This design comes from an exercise in tuning for small area on the open sky130 flow, not from production work. Only simulation tests tie the RTL to the original design; equivalence was not proved.

$ cat flow/design.v
module aes_sbox (
    input  wire [7:0] a,
    output wire [7:0] y
);
    wire U0 = a[7], U1 = a[6], U2 = a[5], U3 = a[4];
    wire U4 = a[3], U5 = a[2], U6 = a[1], U7 = a[0];
    wire S0, S1, S2, S3, S4, S5, S6, S7;
    wire L0, L1, L2, L3, L4, L5, L6, L7, L8, L9, L10, L11, L12, L13, L14, L15, L16, L17, L18, L19, L20, L21, L22, L23, L24, L25, L26, L27, L28, L29, M1, M2, M3, M4, M5, M6, M7, M8, M9, M10, M11, M12, M13, M14, M15, M16, M17, M18, M19, M20, M21, M22, M23, M24, M25, M26, M27, M28, M29, M30, M31, M32, M33, M34, M35, M36, M37, M38, M39, M40, M41, M42, M43, M44, M45, M46, M47, M48, M49, M50, M51, M52, M53, M54, M55, M56, M57, M58, M59, M60, M61, M62, M63, T1, T2, T3, T4, T5, T6, T7, T8, T9, T10, T11, T12, T13, T14, T15, T16, T17, T18, T19, T20, T21, T22, T23, T24, T25, T26, T27;
    assign T1 = U0 ^ U3;
    assign T2 = U0 ^ U5;
    assign T3 = U0 ^ U6;
    assign T4 = U3 ^ U5;
    assign T5 = U4 ^ U6;
    assign T6 = T1 ^ T5;
    assign T7 = U1 ^ U2;
    assign T8 = U7 ^ T6;
    assign T9 = U7 ^ T7;
    assign T10 = T6 ^ T7;
    assign T11 = U1 ^ U5;
    assign T12 = U2 ^ U5;
    assign T13 = T3 ^ T4;
    assign T14 = T6 ^ T11;
    assign T15 = T5 ^ T11;
    assign T16 = T5 ^ T12;
    assign T17 = T9 ^ T16;
    assign T18 = U3 ^ U7;
    assign T19 = T7 ^ T18;
    assign T20 = T1 ^ T19;
    assign T21 = U6 ^ U7;
    assign T22 = T7 ^ T21;
    assign T23 = T2 ^ T22;
    assign T24 = T2 ^ T10;
    assign T25 = T20 ^ T17;
    assign T26 = T3 ^ T16;
    assign T27 = T1 ^ T12;
    assign M1 = T13 & T6;
    assign M2 = T23 & T8;
    assign M3 = T14 ^ M1;
    assign M4 = T19 & U7;
    assign M5 = M4 ^ M1;
    assign M6 = T3 & T16;
    assign M7 = T22 & T9;
    assign M8 = T26 ^ M6;
    assign M9 = T20 & T17;
    assign M10 = M9 ^ M6;
    assign M11 = T1 & T15;
    assign M12 = T4 & T27;
    assign M13 = M12 ^ M11;
    assign M14 = T2 & T10;
    assign M15 = M14 ^ M11;
    assign M16 = M3 ^ M2;
    assign M17 = M5 ^ T24;
    assign M18 = M8 ^ M7;
    assign M19 = M10 ^ M15;
    assign M20 = M16 ^ M13;
    assign M21 = M17 ^ M15;
    assign M22 = M18 ^ M13;
    assign M23 = M19 ^ T25;
    assign M24 = M22 ^ M23;
    assign M25 = M22 & M20;
    assign M26 = M21 ^ M25;
    assign M27 = M20 ^ M21;
    assign M28 = M23 ^ M25;
    assign M29 = M28 & M27;
    assign M30 = M26 & M24;
    assign M31 = M20 & M23;
    assign M32 = M27 & M31;
    assign M33 = M27 ^ M25;
    assign M34 = M21 & M22;
    assign M35 = M24 & M34;
    assign M36 = M24 ^ M25;
    assign M37 = M21 ^ M29;
    assign M38 = M32 ^ M33;
    assign M39 = M23 ^ M30;
    assign M40 = M35 ^ M36;
    assign M41 = M38 ^ M40;
    assign M42 = M37 ^ M39;
    assign M43 = M37 ^ M38;
    assign M44 = M39 ^ M40;
    assign M45 = M42 ^ M41;
    assign M46 = M44 & T6;
    assign M47 = M40 & T8;
    assign M48 = M39 & U7;
    assign M49 = M43 & T16;
    assign M50 = M38 & T9;
    assign M51 = M37 & T17;
    assign M52 = M42 & T15;
    assign M53 = M45 & T27;
    assign M54 = M41 & T10;
    assign M55 = M44 & T13;
    assign M56 = M40 & T23;
    assign M57 = M39 & T19;
    assign M58 = M43 & T3;
    assign M59 = M38 & T22;
    assign M60 = M37 & T20;
    assign M61 = M42 & T1;
    assign M62 = M45 & T4;
    assign M63 = M41 & T2;
    assign L0 = M61 ^ M62;
    assign L1 = M50 ^ M56;
    assign L2 = M46 ^ M48;
    assign L3 = M47 ^ M55;
    assign L4 = M54 ^ M58;
    assign L5 = M49 ^ M61;
    assign L6 = M62 ^ L5;
    assign L7 = M46 ^ L3;
    assign L8 = M51 ^ M59;
    assign L9 = M52 ^ M53;
    assign L10 = M53 ^ L4;
    assign L11 = M60 ^ L2;
    assign L12 = M48 ^ M51;
    assign L13 = M50 ^ L0;
    assign L14 = M52 ^ M61;
    assign L15 = M55 ^ L1;
    assign L16 = M56 ^ L0;
    assign L17 = M57 ^ L1;
    assign L18 = M58 ^ L8;
    assign L19 = M63 ^ L4;
    assign L20 = L0 ^ L1;
    assign L21 = L1 ^ L7;
    assign L22 = L3 ^ L12;
    assign L23 = L18 ^ L2;
    assign L24 = L15 ^ L9;
    assign L25 = L6 ^ L10;
    assign L26 = L7 ^ L9;
    assign L27 = L8 ^ L10;
    assign L28 = L11 ^ L14;
    assign L29 = L11 ^ L17;
    assign S0 = L6 ^ L24;
    assign S1 = ~(L16 ^ L26);
    assign S2 = ~(L19 ^ L28);
    assign S3 = L6 ^ L21;
    assign S4 = L20 ^ L22;
    assign S5 = L25 ^ L29;
    assign S6 = ~(L13 ^ L27);
    assign S7 = ~(L6 ^ L23);
    assign y = {S0, S1, S2, S3, S4, S5, S6, S7};
endmodule
module serve_code_gen (
    input  wire         clk,
    input  wire         rst,           
    input  wire         start,
    output wire         ready,
    input  wire [255:0] key,           
    input  wire [31:0]  frame,
    input  wire [15:0]  line,
    input  wire [2:0]   head_id,
    input  wire [63:0]  nonce,
    input  wire [3:0]   bits,
    input  wire [1:0]   phases_log2,
    input  wire [2:0]   phase,
    output reg          out_valid,
    output wire [2:0]   out_index,
    output wire [119:0] offsets        
);
    function integer ROW(input integer g);
        ROW = (g + 1) % 4;
    endfunction
    function integer ELEM(input integer r, input integer c);
        ELEM = 4 * ((r + 3) % 4) + c;
    endfunction
    function [7:0] xtime(input [7:0] b);
        xtime = {b[6:0], 1'b0} ^ (b[7] ? 8'h1b : 8'h00);
    endfunction
    reg         busy;
    reg  [3:0]  i;         
    reg  [4:0]  P;         
    reg  [2:0]  blk;       
    assign ready     = !busy;
    assign out_index = blk;
    wire accept = start && !busy;
    reg  ld;                           
    wire last_blk = (blk == 3'd5);
    wire dp       = (P <= 5'd14);      
    wire p0       = (P == 5'd0);
    wire p14      = (P == 5'd14);
    reg [3:0] bits_q;
    reg [1:0] pl_q;
    reg [2:0] phase_q;
    reg [127:0] D, C, A, B;
    reg [7:0]   s1, s2, s3;            
    reg [7:0]   dlyA, dlyB;            
    reg [7:0]   Freg;                  
    wire [7:0] D0  = D[7:0];
    wire [7:0] C0  = C[7:0];
    wire [7:0] A0  = A[7:0];
    wire [7:0] B0  = B[7:0];
    wire [7:0] ctr_byte = (i == 4'd5) ? {5'd0, blk} :
                          (i == 4'd9) ? {5'd0, C0[2:0]} : C0;
    wire [7:0] x_in     = p0 ? ctr_byte : D0;
    wire [7:0] rk       = P[0] ? B[8*8 +: 8] : A0;
    wire [7:0] sin      = x_in ^ rk;
    wire [7:0] sb;
    aes_sbox u_sbox (.a(sin), .y(sb));
    wire [7:0] sout     = p14 ? sin : sb;
    wire [7:0] m0 = D[3*8 +: 8];
    wire [7:0] m1 = D[7*8 +: 8];
    wire [7:0] m2 = D[11*8 +: 8];
    wire [7:0] m3 = D[15*8 +: 8];
    wire [7:0] mt = m0 ^ m1 ^ m2 ^ m3;
    wire [7:0] mo0 = m0 ^ mt ^ xtime(m0 ^ m1);
    wire [7:0] mo1 = m1 ^ mt ^ xtime(m1 ^ m2);
    wire [7:0] mo2 = m2 ^ mt ^ xtime(m2 ^ m3);
    wire [7:0] mo3 = m3 ^ mt ^ xtime(m3 ^ m0);
    wire mc_en = ((P <= 5'd12) && (i >= 4'd13)) ||
                 ((P >= 5'd1) && (P <= 5'd13) && (i == 4'd0));
    reg [7:0] w15;
    reg       we15;
    always @(*) begin
        we15 = dp;
        w15  = sout;
        if (i >= 4'd12)                  w15 = sout;
        else if (i == 4'd3)              w15 = s3;
        else if (i == 4'd6 || i == 4'd7) w15 = s2;
        else if (i >= 4'd9 && i <= 4'd11) w15 = s1;
        else                             we15 = 1'b0;
    end
    wire we14 = dp && (i >= 4'd1) && (i <= 4'd3);
    wire we13 = dp && (i == 4'd6 || i == 4'd7);
    wire we12 = dp && (i == 4'd11);
    reg [127:0] D_n;
    integer p;
    always @(*) begin
        for (p = 0; p < 15; p = p + 1)
            D_n[8*p +: 8] = D[8*(p+1) +: 8];
        D_n[15*8 +: 8] = D0;
        if (mc_en) begin
            D_n[2*8 +: 8]  = mo0;
            D_n[6*8 +: 8]  = mo1;
            D_n[10*8 +: 8] = mo2;
            D_n[14*8 +: 8] = mo3;
        end
        if (we12) D_n[12*8 +: 8] = sout;
        if (we13) D_n[13*8 +: 8] = sout;
        if (we14) D_n[14*8 +: 8] = sout;
        if (we15) D_n[15*8 +: 8] = w15;
    end
    wire rest = !last_blk;              
    wire w0   = (i[1:0] == 2'd0);       
    wire Aen  = ((P <= 5'd12) && !P[0]) || (rest && (P >= 5'd14));
    wire Afwd = (P <= 5'd12);
    wire       Bhi  = i[3];
    wire [4:0] Q    = Bhi ? P : (P - 5'd1);
    wire       Qok  = Bhi || (P != 5'd0);
    wire Ben  = Qok && (((Q <= 5'd11) && Q[0]) || (rest && (Q >= 5'd14) && (Q <= 5'd19)));
    wire Bfwd = (Q <= 5'd11);
    wire [7:0] ksin = w0 ? ((i >= 4'd12) ? dlyB : B[15*8 +: 8]) : A[12*8 +: 8];
    wire [7:0] kso;
    aes_sbox u_ksbox (.a(ksin), .y(kso));
    wire [2:0] rcon_i = Afwd ? P[3:1] : (5'd20 - P);
    wire [7:0] rcon   = (i == 4'd12) ? (8'd1 << rcon_i) : 8'd0;
    wire [7:0] XA = Afwd ? A[15*8 +: 8] : dlyA;
    wire [7:0] XB = Bfwd ? B[15*8 +: 8] : dlyB;
    wire [7:0] A15 = A0 ^ (Aen ? (w0 ? (kso ^ rcon) : XA) : 8'd0);
    wire [7:0] B15 = B0 ^ (Ben ? (w0 ? Freg : XB) : 8'd0);
    wire [127:0] ctr_block = {nonce, 5'd0, head_id, 8'd0, line, frame};
    reg  [127:0] A_ld, B_ld, C_ld;
    integer e, r, c;
    always @(*) begin
        for (e = 0; e < 16; e = e + 1) begin
            r = ROW(e / 4);
            c = e % 4;
            A_ld[8*e +: 8]       = key[8*(4*c + r) +: 8];
            B_ld[8*(e ^ 8) +: 8] = key[8*(16 + 4*c + r) +: 8];
            C_ld[8*e +: 8]       = ctr_block[8*(4*c + r) +: 8];
        end
    end
    always @(posedge clk) begin
        A <= (A_ld & {128{ld}}) | ({A15, A[127:8]} & {128{busy}});
        B <= (B_ld & {128{ld}}) | ({B15, B[127:8]} & {128{busy}});
        C <= (C_ld & {128{ld}}) | ({C0, C[127:8]} & {128{busy}});
        if (ld) begin
            bits_q  <= bits;
            pl_q    <= phases_log2;
            phase_q <= phase;
        end
        D    <= D_n;
        s1   <= sout;
        s2   <= s1;
        s3   <= s2;
        dlyA <= A0;
        dlyB <= B0;
        Freg <= kso;
        if (rst) begin
            busy      <= 1'b0;
            ld        <= 1'b1;
            out_valid <= 1'b0;
        end else begin
            out_valid <= busy && (P == 5'd14) && (i == 4'd15);
            if (accept) begin
                busy <= 1'b1;
                ld   <= 1'b0;
                i    <= 4'd0;
                P    <= 5'd0;
                blk  <= 3'd0;
            end else if (busy) begin
                i <= i + 4'd1;
                if (i == 4'd15) begin
                    if (P == 5'd14 && last_blk) begin
                        busy <= 1'b0;
                        ld   <= 1'b1;
                    end
                    if (P == 5'd20) begin
                        P   <= 5'd0;
                        blk <= blk + 3'd1;
                    end else begin
                        P <= P + 5'd1;
                    end
                end
            end
        end
    end
    wire       nz        = (bits_q != 4'd0);
    wire [9:0] keep_bits = (bits_q >= 4'd10) ? 10'h3ff : ((10'd1 << bits_q) - 10'd1);
    wire [9:0] keep_pl   = ~((10'd1 << pl_q) - 10'd1);
    wire [9:0] keep      = (keep_bits & keep_pl) & {10{nz}};
    wire [2:0] ph        = phase_q & {3{nz}};
    reg [127:0] blkout;
    integer n;
    always @(*) begin
        for (n = 0; n < 16; n = n + 1)
            blkout[8*n +: 8] = D[8*ELEM(n % 4, ((n / 4) - (n % 4) + 4) % 4) +: 8];
    end
    genvar gm;
    generate
        for (gm = 0; gm < 12; gm = gm + 1) begin : g_offs
            wire [9:0] rr = blkout[10*gm +: 10];
            assign offsets[10*gm +: 10] = (rr & keep) | {7'd0, ph};
        end
    endgenerate
endmodule
$ cat flow/flow/run.sh
#!/bin/bash
# Layout flow: the standard layout, with the synthesis step run first with
# an ABC mapping script that keeps the XOR structure of the S-box and
# MixColumns logic (the standard script's SOP balancing flattens it).
# Registers, their names and cell types are those of the standard synthesis:
# only the combinational mapping differs.
set -euo pipefail
W=$(pwd)

# port buffers: the smallest buffer cell
export BUFFER_PORTS_ARGS="-buffer_cell sky130_fd_sc_hd__buf_1"

# The standard flow's synthesis script, with every abc call given flow/map.abc
{
  cat <<EOT
proc abc {args} {
  set i [lsearch \$args -script]
  if {\$i >= 0} { set args [lreplace \$args [expr {\$i + 1}] [expr {\$i + 1}] $W/flow/map.abc] }
  yosys abc {*}\$args
}
EOT
  cat "$W/synth_recipe.tcl"
} > "$W/own_synth.tcl"

# the standard make command, for the synth target and with the script above
cmd=$(grep '^make ' "$W/standard.sh")
cmd=${cmd//SYNTH_SCRIPT=/SYNTH_SCRIPT_UNUSED=}
cmd=${cmd/\"\$\{@:-finish\}\"/SYNTH_SCRIPT=$W/own_synth.tcl synth}
echo "$cmd" > "$W/own_synth_cmd.txt"
eval "$cmd" > "$W/synth.log" 2>&1

# the rest of the standard layout (floorplan .. finish), reusing that synthesis
bash "$W/standard.sh" > "$W/layout.log" 2>&1
$ cat flow/flow/map.abc
&get -n
&st
&dch
&nf -R 1000
&put
$ cat flow/standard.sh
#!/bin/bash
# synth_recipe.tcl (not shown) runs the flow's synth.tcl, then flattens the netlist and writes it again
# the make line also repeats each setting of config.mk as NAME=value (left out here)
make -C /OpenROAD-flow-scripts/flow DESIGN_CONFIG=/design/flow/config.mk WORK_HOME=/design/flow/orfs CLKGATE_MAP_FILE= SYNTH_SCRIPT=/design/flow/synth_recipe.tcl "${@:-finish}"
$ cat flow/config.mk
export PLATFORM = sky130hd
export DESIGN_NAME = serve_code_gen
export DESIGN_NICKNAME = serve_code_gen
export VERILOG_FILES = /design/flow/design.v
export SDC_FILE = /design/flow/constraint.sdc
export NUM_CORES = 8
export LEC_CHECK = 0
export CAP_MARGIN = 20
export CORE_MARGIN = 2
export CORE_UTILIZATION = 40
export PLACE_DENSITY = 0.6
export SLEW_MARGIN = 20
$ cat flow/constraint.sdc
create_clock -name core_clock -period 10.0 [get_ports {clk}]
set_input_delay 2.0000 -clock core_clock [delete_from_list [all_inputs] [get_ports {clk}]]
set_output_delay 2.0000 -clock core_clock [all_outputs]
set_load 0.01 [all_outputs]
==> run notes, run 1 <==
Global routing:
- For this run, global-route usage on met2 was measured as 0.386.
- For met3 alone, demand over resource in global routing was 0.0557.
- The via count of the first global-routing pass is 17000.
- In the global route stage, overall resource usage came out at 0.224.
- In this run the most used layer during global routing was met2.
- Summed over all layers, the global routing overflow is 0.
- The global-route wire length before repair is 97.2 mm.
- The maximum number of pins on one net before global-route repair is 108.
- In the global route stage, met1 resource usage came out at 0.266.
- The number of antenna violations at the first check in global routing is 6.

Synth:
- The biggest area contributor in the post-synthesis netlist is sky130_fd_sc_hd__dfxtp_1.
- The most frequently used flop master after synthesis is sky130_fd_sc_hd__dfxtp_1.
- The proportion of synthesized chip area in sequential cells is 0.555.
- The post-synthesis average cell area is 11.1 um2.
- The synthesized netlist net count is approximately 2300.
- The count of distinct cell types in the synthesized netlist is 37.
- The netlist area before placement is ~0.021 mm2.
- By count the netlist is led by 563 x sky130_fd_sc_hd__dfxtp_1, 355 x sky130_fd_sc_hd__a22o_1, 187 x sky130_fd_sc_hd__xnor2_1.
- The library cell with the highest instance count after synthesis is sky130_fd_sc_hd__dfxtp_1.
- After technology mapping, the gate count stands at 1936.
- For this run, the number of Yosys warnings is 1.
- The fraction of post-synthesis cell area in the top cell type by area is 0.525.
- Counting flops with a built-in enable in the synthesized netlist gives 21.
- Sorting the synthesized cells by area gives the leading types as sky130_fd_sc_hd__dfxtp_1 53%, sky130_fd_sc_hd__a22o_1 14%, sky130_fd_sc_hd__xnor2_1 7.6%, sky130_fd_sc_hd__xor2_1 5.0%, sky130_fd_sc_hd__edfxtp_1 2.9%.
- The number of storage elements in the synthesis netlist is 584.
- For this run, asynchronously set or reset flops after synthesis account for 0.

Floorplanning:
- The width of the die is 236 um.
- The placement row count is 84.
- The core box area is 0.0528 mm2.
- The I/O pin count is 508.
- For this configuration, the core starts out at a cell density of 0.407.
- The die footprint is roughly 0.056 mm2.
- The floorplan step set the die height to 236 um.

Setup path:
- The slowest stage of the critical path belongs to the cell sky130_fd_sc_hd__edfxtp_1.
- In this run the critical register-to-register path is captured at D[122].
- The endpoint type of the worst setup path is a flip-flop.
- Counting cells, the worst reg-to-reg path comes to 29.
- The worst endpoint data arrival time is roughly 8.3 ns.
- The critical path ends at D[122].
- The peak fanout along the critical path is 20.
- The worst setup path is of the reg -> reg kind.
- The launching instance or port of the critical path is P[0].
- At the worst endpoint, the required time is about 11 ns.
- The worst setup path is launched from a flip-flop.
- For flop-to-flop paths, the worst setup slack is 2.16 ns.
- The beginning of the worst register-to-register path is P[0].
- The most frequent cell on the critical path is sky130_fd_sc_hd__xnor2_1.
- The largest stage delay on the critical path is 0.90 ns.

Placement:
- Summed over all nets, the half-perimeter wirelength after detailed placement is 47.4 mm.
- Port buffering added 507 buffers.
- The placer's final routability congestion estimate is 0.908.
- The placed standard-cell area is between 0.02 and 0.025 mm2.

CTS:
- The maximum number of buffers from clock root to sink is 3.
- The post-cts gate resize count is 0.
- The hold buffer count at CTS is 0.
- The number of clock buffers inserted by TritonCTS is between 50 and 60.
- The clock reaches the later pin of the worst-skew pair after between 0.6 and 0.7 ns.
- The clock tree synthesis step divided the H-tree into 2 levels.
- The number of sinks on the clock net is 584.
- The clock transition at the registers of the reported paths is 0.06 ns.
- The number of setup buffers added after CTS is 0.
- TritonCTS built the clock tree.
- The clock tree root buffer cell is sky130_fd_sc_hd__clkbuf_16.

Outcome:
- The run finished with no timing, DRC or antenna violations.

Routing:
- Dividing the detail-routed wire length by the instance count gives just under 20 um.
- For this run, design rule violations remaining after detail routing come to 0.
- The number of nets with antenna violations after routing is 0.
- The number of violations reported at the end of detailed-routing iteration 0 is 1100.
- The overall routed net length is 64.0 mm.
- The per-cell via count in the routed design is 5.10.
- The routed layout has 16600 vias.
- The total iterations of the first detailed-routing run is 7.

Finish:
- After filler insertion, the fill cell instance count of the layout stands at 4949.
- With fillers left out, the area of the finished cells amounts to 0.0263 mm2.
- The footprint of the flip-flops and latches is 0.0119 mm2.
- In the final layout, the share of cells above drive strength 1 is 0.0471.
- The area of the multi-input gates is 0.00951 mm2.
- Compared with the post-synthesis result, the final layout area differs by 22.6%.
- In the final design database the tool counted 2922 nets.

STA:
- Static timing analysis puts the maximum clock frequency at between 100 and 150 MHz.
- The max-slew headroom at the worst pin is 0.209.
- For the finished layout, the period the worst path requires is 7.84 ns.
- The max-slew violation count is 0.
- The final-layout setup total negative slack is 0 ns.
- The maximum clock skew at final layout is 0.0468 ns.
- The period utilization is 0.784.
- Setup violations remaining at the end of the flow were counted as 0.
- The final hold violation count was 0.
- Setup repair after global routing left no endpoint under its margin.
- At the pin with the least slew margin, the transition time is 1.18 ns.

Hold path:
- The beginning of the worst hold path is D[64].
- The path class of the tightest hold or removal check is reg -> reg.

Job:
- The number of maximum-capacitance constraint violations is 0.
cell families after synthesis:
| group | Yosys count | share of synthesized area |
|---|---|---|
| compound gates | 578 | 0.206 |
| mux | 22 | 0.0103 |
| simple gates | 403 | 0.0887 |
| xor+xnor | 310 | 0.127 |
| buf+inv | 21 | 0.00367 |
| flops | 584 | 0.555 |
| fa+ha+maj | 18 | 0.0105 |
state kept, by name (all words and copies together), names as in the netlist, 128 cells and up:
name  flops
B       128
A       128
C       128
D       128
cell usage in the layout (no fill, tap or decap), drive strengths merged, types with 7 or more instances in the layout:
cell type	instances
dfxtp	563
buf	524
a22o	355
xnor2	187
nand2	147
xor2	123
nor2	101
o21ai	88
clkbuf	79
and2	67
a21oi	59
nor2b	46
clkinv	43
a21o	38
mux2i	22
edfxtp	21
ha	18
and3	14
o211ai	14
o22ai	9
nand2b	7
final cells by class:
type / count / area share
Inverter: 21 / 0.00300
Antenna cell: 2 / 0.000190
Clock inverter: 29 / 0.0105
Clock buffer: 79 / 0.0628
Tap cell: 688 / 0.0327
Sequential cell: 584 / 0.453
Multi-Input combinational cell: 1331 / 0.361
Timing Repair Buffer: 524 / 0.0772
stage by stage:
| stage | cells | util | setup slack (ns) | hold WS, ns |
|---|---|---|---|---|
| 2_1_floorplan | 1936 | - | 2.89 | 0.310 |
| 5_1_grt | 3258 | 0.499 | 1.35 | 0.333 |
| 3_5_place_dp | 3148 | 0.462 | 2.22 | 0.314 |
| 4_1_cts | 3256 | 0.499 | 2.15 | 0.328 |
| 3_3_place_gp | 3148 | 0.462 | 2.55 | 0.312 |
| 6_report | 3258 | 0.499 | 2.16 | 0.325 |
per-layer routing:
layer,routed length (um),vias to the layer above
li1,-,8133
met1,26100,7789
met2,31200,537
met3,4300,139
met4,2390,8
met5,54,-
critical path, delay by kind of cell, from the launching register on:
kind                     cells  cell delay (ns)
XOR/XNOR                    13             3.58
AO/OA/AOI/OAI                7             1.15
flip-flops                   1             0.90
AND/OR/NAND/NOR              4             0.85
adder cells (fa/ha/maj)      2             0.63
buffers and inverters        3             0.57
how the worst min path moves through the flow:
stage,to,slack (ns),cells after the start
floorplan,D[56],0.31,0
global placement,D[59],0.31,0
detailed placement,D[63],0.31,0
CTS,D[61],0.33,0
global route,D[61],0.33,0
finish,D[56],0.32,0
==> run 2, diff against run 1 <==
--- a/flow/flow/run.sh
+++ b/flow/flow/run.sh
@@ -11,2 +11,3 @@
 export BUFFER_PORTS_ARGS="-buffer_cell sky130_fd_sc_hd__buf_1"
+export CTS_ARGS="-sink_clustering_enable -repair_clock_nets -dont_use_dummy_load -buf_list sky130_fd_sc_hd__clkbuf_4"
 
==> run notes, run 2 <==
Routing:
- The overall routed net length is 64.6 mm (+1.1%).
- The number of nets with antenna violations after routing is 0 (unchanged).
- The residual DRC count is 0 (unchanged).
- The per-cell via count in the routed design came to 5.15 (+1.0%).
- The total iterations of the first detailed-routing run is 5 (-2).
- The number of violations reported at the end of detailed-routing iteration 0 was 1004 (-8.7%).
- The overall via count from detail_route was 17000 (+2.5%).
- The wire length per cell is 19.5 um (-0.47%).

Setup path:
- The depth of the worst register-to-register path is 29 (unchanged).
- The largest individual stage delay along the critical path comes from the cell sky130_fd_sc_hd__edfxtp_1.
- The largest stage delay on the critical path is 0.91 ns (about the same).
- By startpoint and endpoint, the worst setup path is classified as reg -> reg.
- The worst endpoint data arrival time is 8.67 ns (+0.33 ns).
- The peak fanout along the critical path was 20 (unchanged).
- The cell that appears most often on the critical path is sky130_fd_sc_hd__xnor2_1.
- STA classifies the critical path endpoint as a flip-flop.
- STA classifies the critical path startpoint as a flip-flop.
- The data required time at the worst endpoint is 10.79 ns (+0.28 ns).

Finish:
- The area growth from synthesis to layout is 19.1%.
- The end-of-flow core utilization is 0.485 (-0.0142).
- The fill cell total of the finished layout is 5061 (+2.3%).
- The final design area excluding fillers is 0.0256 mm2 (-2.9%).
- The final standard cell count with taps included and fillers excluded is 3308 (+1.5%).
- The fraction of final layout cells sized beyond drive strength 1 is 0.0684 (+0.0213).
- Leaving out fill and tap cells, the most frequent cells in the layout are 561 x sky130_fd_sc_hd__dfxtp_1, 507 x sky130_fd_sc_hd__buf_1, 355 x sky130_fd_sc_hd__a22o_1.
- The library cell used most frequently in the layout, excluding fill and tap cells, is sky130_fd_sc_hd__dfxtp_1.
- The final net count came to 3019 (+3.3%).

Synth:
- The post-synthesis cell type with the largest combined area is sky130_fd_sc_hd__dfxtp_1.
- The count of distinct cell types in the synthesized netlist is 37 (unchanged).
- The number of instances in the synthesized netlist was 1936 (unchanged).
- The post-synthesis average cell area is 11.1 um2 (unchanged).
- The number of enable-type register cells in the synthesized netlist was 21 (unchanged).
- The main combinational cell family by area after synthesis is compound AO/OA/AOI/OAI gates.
- The number of storage elements in the synthesis netlist is 584 (unchanged).
- The complex-gate fraction of the synthesized area is 0.206 (unchanged).
- The netlist area before placement is 0.0215 mm2 (unchanged).
- The share of flip-flops with an asynchronous set or reset is 0 (unchanged).
- The xor-xnor portion of the synthesized cell area was 0.127 (unchanged).
- The library cell with the highest instance count after synthesis is sky130_fd_sc_hd__dfxtp_1.
- The most used flip-flop cell after synthesis is sky130_fd_sc_hd__dfxtp_1.
- The fraction of post-synthesis cell area in the top cell type by area is 0.525 (unchanged).
- The synthesized netlist net count came to 2337 (unchanged).
- The fraction of the mapped netlist area in adder cells is 0.0105 (unchanged).
- Sorting the synthesized cells by how often they occur yields 563 x sky130_fd_sc_hd__dfxtp_1, 355 x sky130_fd_sc_hd__a22o_1, 187 x sky130_fd_sc_hd__xnor2_1.
- The mux cell area share after synthesis was 0.0103 (unchanged).
- Yosys attributes the largest share of cell area to sky130_fd_sc_hd__dfxtp_1 53%, sky130_fd_sc_hd__a22o_1 14%, sky130_fd_sc_hd__xnor2_1 7.6%, sky130_fd_sc_hd__xor2_1 5.0%, sky130_fd_sc_hd__edfxtp_1 2.9%.
- The area fraction in and, or, nand and nor cells after synthesis came to 0.0887 (unchanged).
- The proportion of synthesized chip area in sequential cells is 0.555 (unchanged).
- The number of synthesis warnings was 1 (unchanged).

CTS:
- The hold buffer count at CTS is 0 (unchanged).
- The insertion delay to the later sink of the worst-skew pair came to 0.94 ns (+0.31 ns).
- The clock transition at the registers of the reported paths is 0.06 ns (about the same).
- The number of clock buffers inserted by TritonCTS is 156 (+160%).
- The clock tree root buffer cell is sky130_fd_sc_hd__clkbuf_4.
- The maximum number of buffers from clock root to sink is 3 (unchanged).
- The number of levels in the clock H-tree was 4 (+2).
- The post-CTS setup repair buffer count is 0 (unchanged).
- TritonCTS built the clock tree.
- The number of sinks on the clock net came to 584 (unchanged).
- The post-cts gate resize count is 0 (unchanged).

Global routing:
- The global-route wire length before repair is 98.3 mm (+1.1%).
- The total global-route track usage was 0.229 (+0.00538).
- The maximum number of pins on one net before global-route repair came to 108 (unchanged).
- The number of antenna violations at the first check in global routing is 7 (+1).
- The remaining global-route overflow came to 0 (unchanged).
- The via count of the first global-routing pass was 17700 (+3.9%).

STA:
- The clock period minus final worst setup slack is 7.88 ns (+0.0463 ns).
- The period utilization is 0.788 (+0.00463).
- Setup repair after global routing left no endpoint under its margin.
- The pin slew with the least headroom to its limit was 1.18 ns (+0.00236 ns).
- The final-layout setup total negative slack is 0 ns (unchanged).
- The setup-violating endpoint count in the final report is 0 (unchanged).
- The max-slew headroom at the worst pin is 0.207 (-0.00158).
- The max-slew violation count is 0 (unchanged).
- The maximum clock skew at final layout is 0.0851 ns (+0.0383 ns).
- The final hold violation count came to 0 (unchanged).
- The peak clock frequency supported by timing is 127 MHz (-0.59%).

Placement:
- The total instance count after detailed placement was 3148 (unchanged).
- The count of input and output buffers is 507 (unchanged).
- The placed standard-cell area is 0.0244 mm2 (unchanged).
- The placer's final routability congestion estimate is 0.908 (unchanged).
- The detailed placer's ending HPWL came to 47.4 mm (unchanged).

Floorplanning:
- The width of the die is 236 um (unchanged).
- The die outline height was 236 um (unchanged).
- The I/O pin count was 508 (unchanged).
- The initial cell density of the core came to 0.407 (unchanged).
- The die footprint is 0.0555 mm2 (unchanged).
- The placement row count is 84 (unchanged).
- The core box area is 0.0528 mm2 (unchanged).

Hold path:
- The path class of the tightest hold or removal check is reg -> reg.
- The number of cells on the worst hold path came to 0 (unchanged).

Job:
- The number of maximum-capacitance constraint violations came to 0 (unchanged).

Outcome:
- The flow ran to the end and the layout has no timing, DRC or antenna violations.
run 2: cell counts after synthesis:
Identical to the previous run, type by type.
run 2: final timing paths:
check / startpoint / endpoint / slack [ns]
worst max-delay path: P[0] / D[122] / 2.12
worst min-delay path: D[69] / D[61] / 0.27
worst max register to register: P[0] / D[122] / 2.12
worst min register to register: D[69] / D[61] / 0.27
run 2: worst max-delay path, delay by kind of cell (launching register included):
kind / cells / cell delay (ns)
xor+xnor: 13 / 3.61
compound gates: 7 / 1.19
flops: 1 / 0.91
simple gates: 4 / 0.87
fa+ha+maj: 2 / 0.63
buf+inv: 3 / 0.56
run 2: stage by stage:
step           setup WS (ns)  hold slack, ns
2_1_floorplan           2.89           0.310
3_3_place_gp            2.55           0.312
3_5_place_dp            2.22           0.314
4_1_cts                 2.16           0.266
5_1_grt                 1.37           0.273
6_report                2.12           0.269
run 2: kinds of logic after synthesis:
| group | Yosys count |
|---|---|
| flops | 584 |
| xor+xnor | 310 |
| compound gates | 578 |
| buf+inv | 21 |
| mux | 22 |
| fa+ha+maj | 18 |
| simple gates | 403 |
run 2: area by class of cell:
cell class / instances / area (um2) / area share
diodes: 4 / 10.0 / 0.000392
clock buffers: 156 / 1170 / 0.0458
inverters: 21 / 78.8 / 0.00308
multi-input cells: 1331 / 9510 / 0.372
flip-flops and latches: 584 / 11900 / 0.466
well taps: 688 / 861 / 0.0337
repair buffers: 524 / 2030 / 0.0794
run 2: metal layers:
layer  up-vias  track usage  wire [um]
li1       8315            -          -
met1      7975        0.264      26400
met2       572        0.387      31600
met3       161       0.0693       4180
met4         6        0.112       2470
met5         -            0         41
==> run 3, diff against run 2 <==
--- a/flow/flow/run.sh
+++ b/flow/flow/run.sh
@@ -8,6 +8,2 @@
 W=$(pwd)
-
-# port buffers: the smallest buffer cell
-export BUFFER_PORTS_ARGS="-buffer_cell sky130_fd_sc_hd__buf_1"
-export CTS_ARGS="-sink_clustering_enable -repair_clock_nets -dont_use_dummy_load -buf_list sky130_fd_sc_hd__clkbuf_4"
 
==> run notes, run 3 <==
STA:
- The max-slew violation count is 0 (unchanged).
- The setup-violating endpoint count in the final report is 0 (unchanged).
- The clock period minus final worst setup slack is 8.01 ns (+0.128 ns).
- Setup repair after global routing left no endpoint under its margin.
- The final-layout setup total negative slack is 0 ns (unchanged).
- The peak clock frequency supported by timing was 125 MHz (-1.6%).
- The pin slew with the least headroom to its limit is 1.05 ns (-0.132 ns).
- The final hold violation count is 0 (unchanged).
- The max-slew headroom at the worst pin is 0.296 (+0.0892).
- The maximum clock skew at final layout is 0.0287 ns (-0.0564 ns).
- The period utilization is 0.801 (+0.0128).

Finish:
- The fraction of final layout cells sized beyond drive strength 1 is 0.0455 (-0.0229).
- The final standard cell count with taps included and fillers excluded is 3261 (-1.4%).
- In the layout the commonest cells are 561 x sky130_fd_sc_hd__dfxtp_1, 507 x sky130_fd_sc_hd__clkdlybuf4s50_1, 355 x sky130_fd_sc_hd__a22o_1.
- The end-of-flow core utilization was 0.562 (+0.0770).
- The library cell used most frequently in the layout, excluding fill and tap cells, is sky130_fd_sc_hd__dfxtp_1.
- The final net count is 2928 (-3.0%).
- The area growth from synthesis to layout is 38.1%.

Synth:
- The synthesized design spends more area on one cell type than any other, namely sky130_fd_sc_hd__dfxtp_1.
- The share of flip-flops with an asynchronous set or reset is 0 (unchanged).
- The number of enable-type register cells in the synthesized netlist is 21 (unchanged).
- The proportion of synthesized chip area in sequential cells is 0.555 (unchanged).
- The fraction of post-synthesis cell area in the top cell type by area is 0.525 (unchanged).
- The synthesized netlist net count is 2337 (unchanged).
- The count of distinct cell types in the synthesized netlist is 37 (unchanged).
- The number of storage elements in the synthesis netlist is 584 (unchanged).
- Sorting the synthesized cells by how often they occur yields 563 x sky130_fd_sc_hd__dfxtp_1, 355 x sky130_fd_sc_hd__a22o_1, 187 x sky130_fd_sc_hd__xnor2_1.
- The number of synthesis warnings is 1 (unchanged).
- Yosys attributes the largest share of cell area to sky130_fd_sc_hd__dfxtp_1 53%, sky130_fd_sc_hd__a22o_1 14%, sky130_fd_sc_hd__xnor2_1 7.6%, sky130_fd_sc_hd__xor2_1 5.0%, sky130_fd_sc_hd__edfxtp_1 2.9%.
- The post-synthesis average cell area came to 11.1 um2 (unchanged).
- The netlist area before placement was 0.0215 mm2 (unchanged).
- The library cell with the highest instance count after synthesis is sky130_fd_sc_hd__dfxtp_1.
- The number of instances in the synthesized netlist is 1936 (unchanged).
- In the synthesized netlist the dominant register cell turns out to be sky130_fd_sc_hd__dfxtp_1.

Routing:
- The number of nets with antenna violations after routing is 0 (unchanged).
- The wire length per cell is 20.6 um (+5.5%).
- The overall via count from detail_route is 16600 (-2.6%).
- The overall routed net length came to 67.3 mm (+4.0%).
- The total iterations of the first detailed-routing run is 5 (unchanged).
- The number of violations reported at the end of detailed-routing iteration 0 is 930 (-7.4%).
- The per-cell via count in the routed design is 5.09 (-1.2%).
- The residual DRC count was 0 (unchanged).

Floorplanning:
- The placement row count came to 84 (unchanged).
- The initial cell density of the core is 0.407 (unchanged).
- The width of the die is 236 um (unchanged).
- The I/O pin count is 508 (unchanged).
- The die outline height was 236 um (unchanged).
- The die footprint is 0.0555 mm2 (unchanged).
- The core box area was 0.0528 mm2 (unchanged).

CTS:
- The post-CTS setup repair buffer count was 0 (unchanged).
- The number of clock buffers inserted by TritonCTS is 59 (-62%).
- The maximum number of buffers from clock root to sink was 3 (unchanged).
- The clock transition at the registers of the reported paths was 0.06 ns (about the same).
- The TritonCTS clock tree is yes.
- The post-cts gate resize count came to 0 (unchanged).
- The hold buffer count at CTS came to 0 (unchanged).
- The number of levels in the clock H-tree is 2 (-2).
- The number of sinks on the clock net is 584 (unchanged).
- The tree is rooted in a sky130_fd_sc_hd__clkbuf_16.
- The insertion delay to the later sink of the worst-skew pair was 0.64 ns (-0.30 ns).

Setup path:
- The peak fanout along the critical path is 20 (unchanged).
- The data required time at the worst endpoint came to 10.50 ns (-0.29 ns).
- The worst endpoint data arrival time is 8.51 ns (-0.16 ns).
- The endpoint type of the worst setup path is a flip-flop.
- The kind of launch point of the worst setup path is a flip-flop.
- The critical path is of the reg -> reg type.

Global routing:
- The global-route wire length before repair is 101 mm (+2.8%).
- The maximum number of pins on one net before global-route repair was 222 (+110%).
- The remaining global-route overflow was 0 (unchanged).
- The via count of the first global-routing pass was 16900 (-4.3%).
- The number of antenna violations at the first check in global routing came to 7 (unchanged).
- The total global-route track usage is 0.235 (+0.00554).

Placement:
- The count of input and output buffers is 507 (unchanged).
- The placer's final routability congestion estimate is 0.872 (-3.9%).
- The total instance count after detailed placement is 3153 (+0.16%).
- The detailed placer's ending HPWL is 49.8 mm (+5.1%).

Hold path:
- The worst min-delay path class is reg -> reg.

Job:
- The number of maximum-capacitance constraint violations is 0 (unchanged).

Outcome:
- The run finished with no timing, DRC or antenna violations.
run 3: cell types whose count changed in the layout (fill, tap and decap cells not counted), sizes merged:
cell           change
inv                +2
clkbuf            -75
buf              -501
diode              -1
bufinv             +7
clkinv            +14
clkdlybuf4s50    +507
run 3: cell families (layout without fill, tap and decap cells):
family / Yosys count / after routing / synth area share
multiplexers: 22 / 22 / 0.0103
AO/OA/AOI/OAI: 578 / 578 / 0.206
flip-flops: 584 / 584 / 0.555
other: 0 / 3 / 0
AND/OR/NAND/NOR: 403 / 403 / 0.0887
buffers and inverters: 21 / 655 / 0.00367
adder cells (fa/ha/maj): 18 / 18 / 0.0105
XOR/XNOR: 310 / 310 / 0.127
run 3: metrics by stage:
stage	instance area [um2]	hold slack, ns	setup WS [ns]
detailed placement	27600	0.312	2.05
floorplan	21500	0.310	2.89
finish	29600	0.323	1.99
CTS	29600	0.326	1.99
global placement	27600	0.311	2.52
global route	29600	0.335	1.24
run 3: cell type report:
class	instances	area, um2
flip-flops and latches	584	11900
diodes	3	7.51
inverters	21	78.8
repair buffers	530	5280
multi-input cells	1331	9510
clock inverters	23	333
fillers	4617	23100
well taps	688	861
clock buffers	81	1650
run 3: worst paths after layout:
kind	start	endpoint	slack, ns	cells after the start
setup reg to reg	P[0]	D[127]	1.99	27
setup / recovery	P[0]	D[127]	1.99	27
hold reg to reg	D[69]	D[61]	0.32	0
hold / removal	D[69]	D[61]	0.32	0
run 3: worst max-delay path, stage by stage, from the launching register on:
cell	delay, ns
sky130_fd_sc_hd__edfxtp_1	0.93
sky130_fd_sc_hd__clkinv_1	0.31
sky130_fd_sc_hd__ha_1	0.32
sky130_fd_sc_hd__nand3b_1	0.36
sky130_fd_sc_hd__nor2_1	0.20
sky130_fd_sc_hd__a32oi_1	0.27
sky130_fd_sc_hd__xnor2_1	0.24
sky130_fd_sc_hd__xnor2_1	0.44
sky130_fd_sc_hd__xor2_1	0.46
sky130_fd_sc_hd__xnor2_1	0.23
sky130_fd_sc_hd__clkinv_1	0.11
sky130_fd_sc_hd__ha_1	0.31
sky130_fd_sc_hd__xnor2_1	0.18
sky130_fd_sc_hd__xnor2_1	0.15
sky130_fd_sc_hd__xor2_1	0.26
sky130_fd_sc_hd__clkinv_1	0.15
sky130_fd_sc_hd__o21ai_0	0.24
sky130_fd_sc_hd__xor2_1	0.33
sky130_fd_sc_hd__xnor2_1	0.23
sky130_fd_sc_hd__xnor2_1	0.12
sky130_fd_sc_hd__nor2b_1	0.16
sky130_fd_sc_hd__xnor2_1	0.45
sky130_fd_sc_hd__xnor2_1	0.31
sky130_fd_sc_hd__xnor2_1	0.21
sky130_fd_sc_hd__a21oi_1	0.41
sky130_fd_sc_hd__a21oi_1	0.16
sky130_fd_sc_hd__o22ai_1	0.19
sky130_fd_sc_hd__o21ai_0	0.11
run 3: routing by layer:
metal	GRT usage	vias to the layer above	wire, um
met5	0	-	54
met4	0.0685	8	1520
met3	0.0507	93	3780
met2	0.421	435	33900
met1	0.281	7925	27900
li1	-	8133	-
==> run 4, diff against run 3 <==
--- a/flow/design.v
+++ b/flow/design.v
@@ -176,6 +176,14 @@
     wire p14      = (P == 5'd14);
-    reg [3:0] bits_q;
-    reg [1:0] pl_q;
-    reg [2:0] phase_q;
     reg [127:0] D, C, A, B;
+    function [127:0] ring_next(input [127:0] nx, input [127:0] pt,
+                               input l, input b);
+        integer k;
+        begin
+            for (k = 0; k < 128; k = k + 1)
+                if ((k / 8) % 2 == 1)
+                    ring_next[k] = ~((l | nx[k]) & (b | pt[k]));
+                else
+                    ring_next[k] = ~((~l | ~pt[k]) & (l | nx[k]));
+        end
+    endfunction
     reg [7:0]   s1, s2, s3;            
@@ -194,3 +202,3 @@
     aes_sbox u_sbox (.a(sin), .y(sb));
-    wire [7:0] sout     = p14 ? sin : sb;
+    wire [7:0] sout     = p14 ? ~sin : sb;
     wire [7:0] m0 = D[3*8 +: 8];
@@ -199,7 +207,10 @@
     wire [7:0] m3 = D[15*8 +: 8];
-    wire [7:0] mt = m0 ^ m1 ^ m2 ^ m3;
-    wire [7:0] mo0 = m0 ^ mt ^ xtime(m0 ^ m1);
-    wire [7:0] mo1 = m1 ^ mt ^ xtime(m1 ^ m2);
-    wire [7:0] mo2 = m2 ^ mt ^ xtime(m2 ^ m3);
-    wire [7:0] mo3 = m3 ^ mt ^ xtime(m3 ^ m0);
+    wire [7:0] u0 = m0 ^ m1;
+    wire [7:0] u1 = m1 ^ m2;
+    wire [7:0] u2 = m2 ^ m3;
+    wire [7:0] u3 = m3 ^ m0;
+    wire [7:0] mo0 = xtime(u0) ^ u1 ^ m3;
+    wire [7:0] mo1 = xtime(u1) ^ u2 ^ m0;
+    wire [7:0] mo2 = xtime(u2) ^ u3 ^ m1;
+    wire [7:0] mo3 = xtime(u3) ^ u0 ^ m2;
     wire mc_en = ((P <= 5'd12) && (i >= 4'd13)) ||
@@ -246,3 +257,3 @@
     wire Bfwd = (Q <= 5'd11);
-    wire [7:0] ksin = w0 ? ((i >= 4'd12) ? dlyB : B[15*8 +: 8]) : A[12*8 +: 8];
+    wire [7:0] ksin = w0 ? ((i >= 4'd12) ? dlyB : ~B[15*8 +: 8]) : A[12*8 +: 8];
     wire [7:0] kso;
@@ -251,7 +262,8 @@
     wire [7:0] rcon   = (i == 4'd12) ? (8'd1 << rcon_i) : 8'd0;
-    wire [7:0] XA = Afwd ? A[15*8 +: 8] : dlyA;
-    wire [7:0] XB = Bfwd ? B[15*8 +: 8] : dlyB;
+    wire [7:0] XA = Afwd ? ~A[15*8 +: 8] : dlyA;
+    wire [7:0] XB = Bfwd ? ~B[15*8 +: 8] : dlyB;
     wire [7:0] A15 = A0 ^ (Aen ? (w0 ? (kso ^ rcon) : XA) : 8'd0);
     wire [7:0] B15 = B0 ^ (Ben ? (w0 ? Freg : XB) : 8'd0);
-    wire [127:0] ctr_block = {nonce, 5'd0, head_id, 8'd0, line, frame};
+    wire [127:0] ctr_block = {nonce, 4'd0, phase[2], head_id,
+                              phase[1:0], phases_log2, bits, line, frame};
     reg  [127:0] A_ld, B_ld, C_ld;
@@ -268,10 +280,5 @@
     always @(posedge clk) begin
-        A <= (A_ld & {128{ld}}) | ({A15, A[127:8]} & {128{busy}});
-        B <= (B_ld & {128{ld}}) | ({B15, B[127:8]} & {128{busy}});
-        C <= (C_ld & {128{ld}}) | ({C0, C[127:8]} & {128{busy}});
-        if (ld) begin
-            bits_q  <= bits;
-            pl_q    <= phases_log2;
-            phase_q <= phase;
-        end
+        A <= ring_next({A15, A[127:8]}, A_ld, ld, busy);
+        B <= ring_next({B15, B[127:8]}, B_ld, ld, busy);
+        C <= ring_next({C0, C[127:8]}, C_ld, ld, busy);
         D    <= D_n;
@@ -312,2 +319,7 @@
     end
+    wire [7:0] cfg6    = ~C[5*8 +: 8];
+    wire       cfg7    = ~C[9*8 + 3];
+    wire [3:0] bits_q  = cfg6[3:0];
+    wire [1:0] pl_q    = cfg6[5:4];
+    wire [2:0] phase_q = {cfg7, cfg6[7:6]};
     wire       nz        = (bits_q != 4'd0);
@@ -327,3 +339,3 @@
             wire [9:0] rr = blkout[10*gm +: 10];
-            assign offsets[10*gm +: 10] = (rr & keep) | {7'd0, ph};
+            assign offsets[10*gm +: 10] = (~rr & keep) | {7'd0, ph};
         end
--- a/flow/flow/run.sh
+++ b/flow/flow/run.sh
@@ -8,2 +8,6 @@
 W=$(pwd)
+
+# port buffers: the smallest buffer cell; clock tree: small clock buffers
+export BUFFER_PORTS_ARGS="-buffer_cell sky130_fd_sc_hd__buf_1"
+export CTS_ARGS="-sink_clustering_enable -repair_clock_nets -dont_use_dummy_load -buf_list sky130_fd_sc_hd__clkbuf_4 -sink_clustering_size 8 -sink_clustering_max_diameter 50"
 
==> run notes, run 4 <==
STA:
- The period utilization was 0.799 (-0.00239).
- The maximum clock skew at final layout was 0.0768 ns (+0.0481 ns).
- The max-slew headroom at the worst pin is 0.254 (-0.0428).
- The final hold violation count came to 0 (unchanged).
- Setup repair after global routing left no endpoint under its margin.
- The setup-violating endpoint count in the final report is 0 (unchanged).
- The peak clock frequency supported by timing is 125 MHz (+0.30%).
- The clock period minus final worst setup slack is 7.99 ns (-0.0239 ns).
- The final worst slack is 2.01 ns (+0.0239 ns).
- The pin slew with the least headroom to its limit came to 1.11 ns (+0.0547 ns).
- The final-layout setup total negative slack is 0 ns (unchanged).
- The max-slew violation count is 0 (unchanged).

Finish:
- The final net count was 3128 (+6.8%).
- The fraction of final layout cells sized beyond drive strength 1 is 0.0371 (-0.00846).
- The library cells used most frequently in the layout, excluding fill and tap cells, are 561 x sky130_fd_sc_hd__dfxtp_1, 507 x sky130_fd_sc_hd__buf_1, 324 x sky130_fd_sc_hd__nand2_1.
- The area growth from synthesis to layout is 17.2%.
- The end-of-flow core utilization is 0.476 (-0.0856).
- Leaving out fill and tap cells, the most frequent cell in the layout is sky130_fd_sc_hd__dfxtp_1.
- The final standard cell count with taps included and fillers excluded came to 3400 (+4.3%).

Synth:
- The number of instances in the synthesized netlist was 2123 (+9.7%).
- The share of flip-flops with an asynchronous set or reset came to 0 (unchanged).
- The number of enable-type register cells in the synthesized netlist is 12 (-43%).
- The proportion of synthesized chip area in sequential cells is 0.568 (+0.0136).
- The count of distinct cell types in the synthesized netlist came to 38 (+2.7%).
- The number of storage elements in the synthesis netlist was 575 (-1.5%).
- The synthesized netlist net count is 2524 (+8.0%).
- After synthesis, the most frequently instantiated cells are 563 x sky130_fd_sc_hd__dfxtp_1, 324 x sky130_fd_sc_hd__nand2_1, 309 x sky130_fd_sc_hd__o21ai_0.
- The most frequently used flop master after synthesis is sky130_fd_sc_hd__dfxtp_1.
- The post-synthesis average cell area is 9.64 um2 (-13%).
- The netlist area before placement is 0.0205 mm2 (-4.6%).
- Among all cell types in the netlist, the one instantiated most often is sky130_fd_sc_hd__dfxtp_1.
- sky130_fd_sc_hd__dfxtp_1 takes more of the synthesized area than any other cell.
- By area the synthesized netlist is led by sky130_fd_sc_hd__dfxtp_1 55%, sky130_fd_sc_hd__xnor2_1 8.5%, sky130_fd_sc_hd__o21ai_0 7.6%, sky130_fd_sc_hd__o22ai_1 6.0%, sky130_fd_sc_hd__nand2_1 5.9%.
- The number of synthesis warnings is 1 (unchanged).
- The fraction of post-synthesis cell area in the top cell type by area is 0.551 (+0.0254).

Floorplanning:
- The initial cell density of the core was 0.406 (-0.000418).
- The core box area came to 0.0504 mm2 (-4.5%).
- The die footprint came to 0.0530 mm2 (-4.5%).
- The die outline height is 230 um (-2.3%).
- The I/O pin count is 508 (unchanged).
- The width of the die is 230 um (-2.3%).
- The placement row count is 82 (-2.4%).

CTS:
- The post-cts gate resize count came to 0 (unchanged).
- The number of sinks on the clock net was 575 (-1.5%).
- The root buffer cell chosen for the clock tree is sky130_fd_sc_hd__clkbuf_4.
- The number of clock buffers inserted by TritonCTS is 86 (+46%).
- The number of levels in the clock H-tree is 3 (+1).
- The clock transition at the registers of the reported paths is 0.09 ns (+0.03 ns).
- The hold buffer count at CTS is 0 (unchanged).
- The maximum number of buffers from clock root to sink is 3 (unchanged).
- TritonCTS built the clock tree.
- The insertion delay to the later sink of the worst-skew pair is 0.82 ns (+0.18 ns).
- The post-CTS setup repair buffer count came to 0 (unchanged).

Placement:
- The detailed placer's ending HPWL came to 43.8 mm (-12%).
- The total instance count after detailed placement is 3310 (+5.0%).
- The worst slack at placement is 2.09 ns (+0.0469 ns).
- The count of input and output buffers came to 507 (unchanged).
- The placer's final routability congestion estimate is 0.859 (-1.5%).

Setup path:
- By startpoint and endpoint, the worst setup path is classified as reg -> reg.
- The worst endpoint data arrival time was 8.70 ns (+0.19 ns).
- The kind of launch point of the worst setup path is a flip-flop.
- The depth of the worst register-to-register path came to 27 (unchanged).
- The peak fanout along the critical path is 13 (-35%).
- The endpoint type of the worst setup path is a flip-flop.
- The sum of buffers and inverters on the critical path came to 2 (-1).
- The logic depth of the worst setup path including buffers was 27 (unchanged).
- The worst setup slack for register-to-register paths came to 2.01 ns (+0.02 ns).
- The data required time at the worst endpoint was 10.71 ns (+0.21 ns).
- The largest stage delay on the critical path is 0.61 ns (-0.32 ns).
- The category of cells accounting for the largest share of critical-path delay is XOR/XNOR gates.
- The slowest stage of the critical path is the sky130_fd_sc_hd__xnor2_1 cell.

Global routing:
- The remaining global-route overflow is 0 (unchanged).
- The number of antenna violations at the first check in global routing was 8 (+1).
- The via count of the first global-routing pass is 16900 (-0.10%).
- The global-route wire length before repair came to 92.4 mm (-8.5%).
- The total global-route track usage came to 0.222 (-0.0124).
- The maximum number of pins on one net before global-route repair came to 295 (+33%).

Hold path:
- The min-delay analysis places its worst path in the category reg -> reg.
- The number of cells on the worst hold path is 0 (unchanged).

Routing:
- The number of nets with antenna violations after routing is 0 (unchanged).
- The per-cell via count in the routed design was 5.01 (-1.6%).
- The total iterations of the first detailed-routing run is 6 (+1).
- The residual DRC count is 0 (unchanged).
- The number of violations reported at the end of detailed-routing iteration 0 is 880 (-5.4%).
- The overall routed net length is 60.1 mm (-11%).
- The wire length per cell is 17.7 um (-14%).
- The overall via count from detail_route is 17000 (+2.6%).

Job:
- The number of maximum-capacitance constraint violations is 0 (unchanged).

Outcome:
- The flow ran to the end and the layout has no timing, DRC or antenna violations.
## run 4: worst paths after layout
path         startpoint     end
max                P[1]  D[122]
min               s1[1]   s2[1]
max reg2reg        P[1]  D[122]
min reg2reg       s1[1]   s2[1]
## run 4: routing by layer
metal / share of wire / global-route usage
met2: 0.47 / 0.371
met4: 0.031 / 0.0887
met1: 0.42 / 0.273
met3: 0.075 / 0.0590
met5: 0.0011 / 0
## run 4: cell type report
| cell class | instances | area, um2 |
|---|---|---|
| Fill cell | 4963 | 26400 |
| Sequential cell | 575 | 11600 |
| Multi-Input combinational cell | 1524 | 8770 |
| Timing Repair Buffer | 516 | 1980 |
| Tap cell | 672 | 841 |
| Clock buffer | 86 | 646 |
| Inverter | 24 | 90.1 |
| Antenna cell | 3 | 7.51 |
## run 4: logic make-up after synthesis
| family | Yosys count | synth area share |
|---|---|---|
| buf+inv | 24 | 0.00440 |
| simple gates | 580 | 0.112 |
| fa+ha+maj | 18 | 0.0110 |
| xor+xnor | 305 | 0.131 |
| mux | 16 | 0.00795 |
| compound gates | 605 | 0.165 |
| flops | 575 | 0.568 |
## run 4: worst reg2reg max path, cell delays in order (launching register included)
cell and delay (ns):
sky130_fd_sc_hd__edfxtp_1 0.54, sky130_fd_sc_hd__clkinv_1 0.15, sky130_fd_sc_hd__ha_1 0.22, sky130_fd_sc_hd__nand3b_1 0.38, sky130_fd_sc_hd__nor2_1 0.44, sky130_fd_sc_hd__a32oi_1 0.19, sky130_fd_sc_hd__xnor2_1 0.61, sky130_fd_sc_hd__xnor2_1 0.28
sky130_fd_sc_hd__xnor2_1 0.53, sky130_fd_sc_hd__xor2_1 0.26, sky130_fd_sc_hd__clkinv_1 0.10, sky130_fd_sc_hd__ha_1 0.29, sky130_fd_sc_hd__xor2_1 0.17, sky130_fd_sc_hd__xnor2_1 0.18, sky130_fd_sc_hd__xor2_1 0.41, sky130_fd_sc_hd__a21oi_1 0.15
sky130_fd_sc_hd__xnor2_1 0.41, sky130_fd_sc_hd__xor2_1 0.34, sky130_fd_sc_hd__xnor2_1 0.19, sky130_fd_sc_hd__nand2_1 0.09, sky130_fd_sc_hd__xor2_1 0.46, sky130_fd_sc_hd__xor2_1 0.47, sky130_fd_sc_hd__xor2_1 0.23, sky130_fd_sc_hd__xnor2_1 0.09
sky130_fd_sc_hd__a21oi_1 0.37, sky130_fd_sc_hd__a21oi_1 0.12, sky130_fd_sc_hd__o22ai_1 0.13, sky130_fd_sc_hd__o21ai_0 0.09
## run 4: per-stage QoR
stage | cell area, um2 | hold WS, ns
2_1_floorplan | 20500 | 0.310
3_3_place_gp | 23300 | 0.312
3_5_place_dp | 23300 | 0.312
4_1_cts | 24000 | 0.332
5_1_grt | 24000 | 0.325
6_report | 24000 | 0.328
==> run 5, diff against run 4 <==
--- a/flow/flow/run.sh
+++ b/flow/flow/run.sh
@@ -11,3 +11,3 @@
 export BUFFER_PORTS_ARGS="-buffer_cell sky130_fd_sc_hd__buf_1"
-export CTS_ARGS="-sink_clustering_enable -repair_clock_nets -dont_use_dummy_load -buf_list sky130_fd_sc_hd__clkbuf_4 -sink_clustering_size 8 -sink_clustering_max_diameter 50"
+export CTS_ARGS="-sink_clustering_enable -repair_clock_nets -dont_use_dummy_load -buf_list sky130_fd_sc_hd__clkbuf_8 -sink_clustering_size 14 -sink_clustering_max_diameter 60"
 
==> run notes, run 5 <==
Placement:
- The count of input and output buffers is 507 (unchanged).
- The placer's final routability congestion estimate came to 0.859 (unchanged).
- The total instance count after detailed placement is 3310 (unchanged).
- The detailed placer's ending HPWL came to 43.8 mm (unchanged).

STA:
- The setup-violating endpoint count in the final report was 0 (unchanged).
- The peak clock frequency supported by timing is 125 MHz (about the same).
- Setup repair after global routing left no endpoint under its margin.
- The max-slew headroom at the worst pin is 0.262 (+0.00841).
- The worst slack on hold paths is 0.310 ns (-0.0178 ns).
- The final-layout setup total negative slack is 0 ns (unchanged).
- The maximum clock skew at final layout is 0.0562 ns (-0.0207 ns).
- The period utilization is 0.798 (about the same).
- The max-slew violation count is 0 (unchanged).
- The pin slew with the least headroom to its limit came to 1.10 ns (-0.0125 ns).
- The final hold violation count came to 0 (unchanged).
- The clock period minus final worst setup slack is 7.98 ns (-0.00471 ns).

Setup path:
- The worst endpoint data arrival time is 8.52 ns (-0.18 ns).
- The capturing point of the worst reg2reg path is D[122].
- The largest stage delay on the critical path came to 0.61 ns (about the same).
- In this run the critical register-to-register path is launched from P[1].
- The worst setup path is launched from a flip-flop.
- The critical path in this run is classified as reg -> reg.
- The data required time at the worst endpoint is 10.54 ns (-0.17 ns).
- For this design, the slowest cell found on the critical path is sky130_fd_sc_hd__xnor2_1.
- The worst setup slack for register-to-register paths came to 2.02 ns (about the same).
- STA classifies the critical path endpoint as a flip-flop.
- The depth of the worst register-to-register path is 27 (unchanged).
- The peak fanout along the critical path is 13 (unchanged).

Floorplanning:
- The die outline height is 230 um (unchanged).
- The I/O pin count was 508 (unchanged).
- The width of the die is 230 um (unchanged).
- The die footprint is 0.0530 mm2 (unchanged).
- The initial cell density of the core is 0.406 (unchanged).
- The core box area is 0.0504 mm2 (unchanged).
- The placement row count is 82 (unchanged).

Synth:
- The share of flip-flops with an asynchronous set or reset was 0 (unchanged).
- The proportion of synthesized chip area in sequential cells is 0.568 (unchanged).
- The netlist area before placement is 0.0205 mm2 (unchanged).
- The number of storage elements in the synthesis netlist was 575 (unchanged).
- Sorting the synthesized cells by how often they occur yields 563 x sky130_fd_sc_hd__dfxtp_1, 324 x sky130_fd_sc_hd__nand2_1, 309 x sky130_fd_sc_hd__o21ai_0.
- The number of enable-type register cells in the synthesized netlist is 12 (unchanged).
- The number of instances in the synthesized netlist is 2123 (unchanged).
- The biggest area contributor in the post-synthesis netlist is sky130_fd_sc_hd__dfxtp_1.
- Yosys instantiated no cell more often than sky130_fd_sc_hd__dfxtp_1.
- Yosys attributes the largest share of cell area to sky130_fd_sc_hd__dfxtp_1 55%, sky130_fd_sc_hd__xnor2_1 8.5%, sky130_fd_sc_hd__o21ai_0 7.6%, sky130_fd_sc_hd__o22ai_1 6.0%, sky130_fd_sc_hd__nand2_1 5.9%.
- The number of synthesis warnings is 1 (unchanged).
- The synthesized netlist net count came to 2524 (unchanged).
- The count of distinct cell types in the synthesized netlist is 38 (unchanged).
- Among all flip-flop cells after synthesis, the most frequent one is sky130_fd_sc_hd__dfxtp_1.
- The post-synthesis average cell area is 9.64 um2 (unchanged).
- The fraction of post-synthesis cell area in the top cell type by area is 0.551 (unchanged).

Finish:
- The final standard cell count with taps included and fillers excluded was 3368 (-0.94%).
- The footprint of the flip-flops and latches is 0.0116 mm2 (unchanged).
- The fraction of final layout cells sized beyond drive strength 1 is 0.0256 (-0.0114).
- The end-of-flow core utilization was 0.478 (+0.00221).
- The most common cell after layout, fill and taps aside is sky130_fd_sc_hd__dfxtp_1.
- The area growth from synthesis to layout is 17.7%.
- The top cell types in the final layout, fill and taps aside, are 561 x sky130_fd_sc_hd__dfxtp_1, 507 x sky130_fd_sc_hd__buf_1, 324 x sky130_fd_sc_hd__nand2_1.
- The fill cell total of the finished layout is 4928 (-0.71%).
- The area of the multi-input gates was 0.00877 mm2 (unchanged).
- The final net count is 3096 (-1.0%).

Hold path:
- The worst hold path belongs to the class reg -> reg.
- The beginning of the worst hold path is s1[7].
- The number of cells on the worst hold path is 0 (unchanged).
- For hold timing, the worst endpoint is s2[7].

Global routing:
- The total global-route track usage is 0.219 (-0.00296).
- The number of antenna violations at the first check in global routing was 8 (unchanged).
- The via count of the first global-routing pass was 16600 (-1.7%).
- The maximum number of pins on one net before global-route repair is 295 (unchanged).
- The remaining global-route overflow is 0 (unchanged).
- The global-route wire length before repair is 91.8 mm (-0.71%).

CTS:
- The post-cts gate resize count came to 0 (unchanged).
- TritonCTS built the clock tree.
- The post-CTS setup repair buffer count is 0 (unchanged).
- The root buffer cell chosen for the clock tree is sky130_fd_sc_hd__clkbuf_8.
- The number of clock buffers inserted by TritonCTS came to 53 (-38%).
- The clock transition at the registers of the reported paths is 0.09 ns (about the same).
- The maximum number of buffers from clock root to sink came to 3 (unchanged).
- The insertion delay to the later sink of the worst-skew pair was 0.65 ns (-0.17 ns).
- The number of levels in the clock H-tree is 2 (-1).
- The number of sinks on the clock net is 575 (unchanged).
- The hold buffer count at CTS was 0 (unchanged).

Routing:
- The number of nets with antenna violations after routing is 0 (unchanged).
- The residual DRC count came to 0 (unchanged).
- The overall routed net length came to 60.0 mm (-0.23%).
- The wire length per cell came to 17.8 um (+0.72%).
- The per-cell via count in the routed design was 4.97 (-0.82%).
- The overall via count from detail_route was 16700 (-1.7%).
- The number of violations reported at the end of detailed-routing iteration 0 is 852 (-3.2%).
- The total iterations of the first detailed-routing run came to 5 (-1).

Outcome:
- The flow ran to the end and the layout has no timing, DRC or antenna violations.

Job:
- The number of maximum-capacitance constraint violations is 0 (unchanged).
[run 5: cell counts after synthesis]
No cell type changed its count.
[run 5: layout make-up]
type / count / share of cell area
sequential: 575 / 0.483
antenna: 3 / 0.000312
timing repair buffer: 517 / 0.0835
clock buffer: 53 / 0.0303
multi-input combinational: 1524 / 0.364
tap: 672 / 0.0349
inverter: 24 / 0.00374
[run 5: routing by layer]
layer  GRT usage  part of all wire
met5           0            0.0011
met1       0.270              0.43
met3      0.0538             0.067
met2       0.369              0.47
met4      0.0845             0.035
[run 5: worst max-delay path: cells and delay by family, from the launching register on]
family                   cells  cell delay, ns
XOR/XNOR                    14            4.62
AO/OA/AOI/OAI                6            1.05
adder cells (fa/ha/maj)      2            0.51
buffers and inverters        2            0.26
AND/OR/NAND/NOR              3            0.89
flip-flops                   1            0.54
[run 5: kinds of logic after synthesis]
group | count (synthesis) | synth area share
compound gates | 605 | 0.165
xor+xnor | 305 | 0.131
fa+ha+maj | 18 | 0.0110
buf+inv | 24 | 0.00440
flops | 575 | 0.568
mux | 16 | 0.00795
simple gates | 580 | 0.112
[run 5: how the worst max path moves through the flow]
stage               from  endpoint  slack (ns)  cells after the start
detailed placement  P[1]    D[122]        2.09                     27
floorplan             ld      A[0]        0.37                      1
finish              P[1]    D[122]        2.02                     27
global placement    P[1]    D[122]        2.40                     27
CTS                 P[1]    D[122]        2.05                     27
global route        P[1]    D[122]        1.36                     27
[run 5: stage by stage]
stage	cell area (um2)	setup slack, ns
after floorplan	20500	0.373
after detailed placement	23300	2.09
after global placement	23300	2.40
after global routing	24100	1.36
final	24100	2.02
after CTS	24000	2.05

what the ideal ports hide:
In the flow no input, the clock included, has a driving cell. The finished layouts below were timed again as built, in two steps.
Step 1, drivers: a clkbuf_16 drives clk and a buf_2 each remaining input, both assumed.
Step 2, shift: input delay + t, output delay - t, t = (earliest + latest rising clock arrival at the registers) / 2. This alone moves slack from input paths to output paths.
a / b / c = no drivers / after step 1 / after step 2; a / b = the first two.
run | shift t [ns] | setup WS [ns] | slew at the worst register clock pin (ns) | pins driven straight from the clock port
run 1 | 0.673 | 2.163 / 2.163 / 2.163 | 0.07 / 0.07 | 1
run 2 | 0.960 | 2.117 / 2.117 / 2.117 | 0.07 / 0.07 | 1
run 3 | 0.683 | 1.989 / 1.989 / 1.989 | 0.06 / 0.06 | 1
run 4 | 0.850 | 2.013 / 2.013 / 2.013 | 0.10 / 0.10 | 1
run 5 | 0.681 | 2.017 / 2.017 / 2.017 | 0.09 / 0.09 | 1
After both steps every run listed still meets setup and hold.
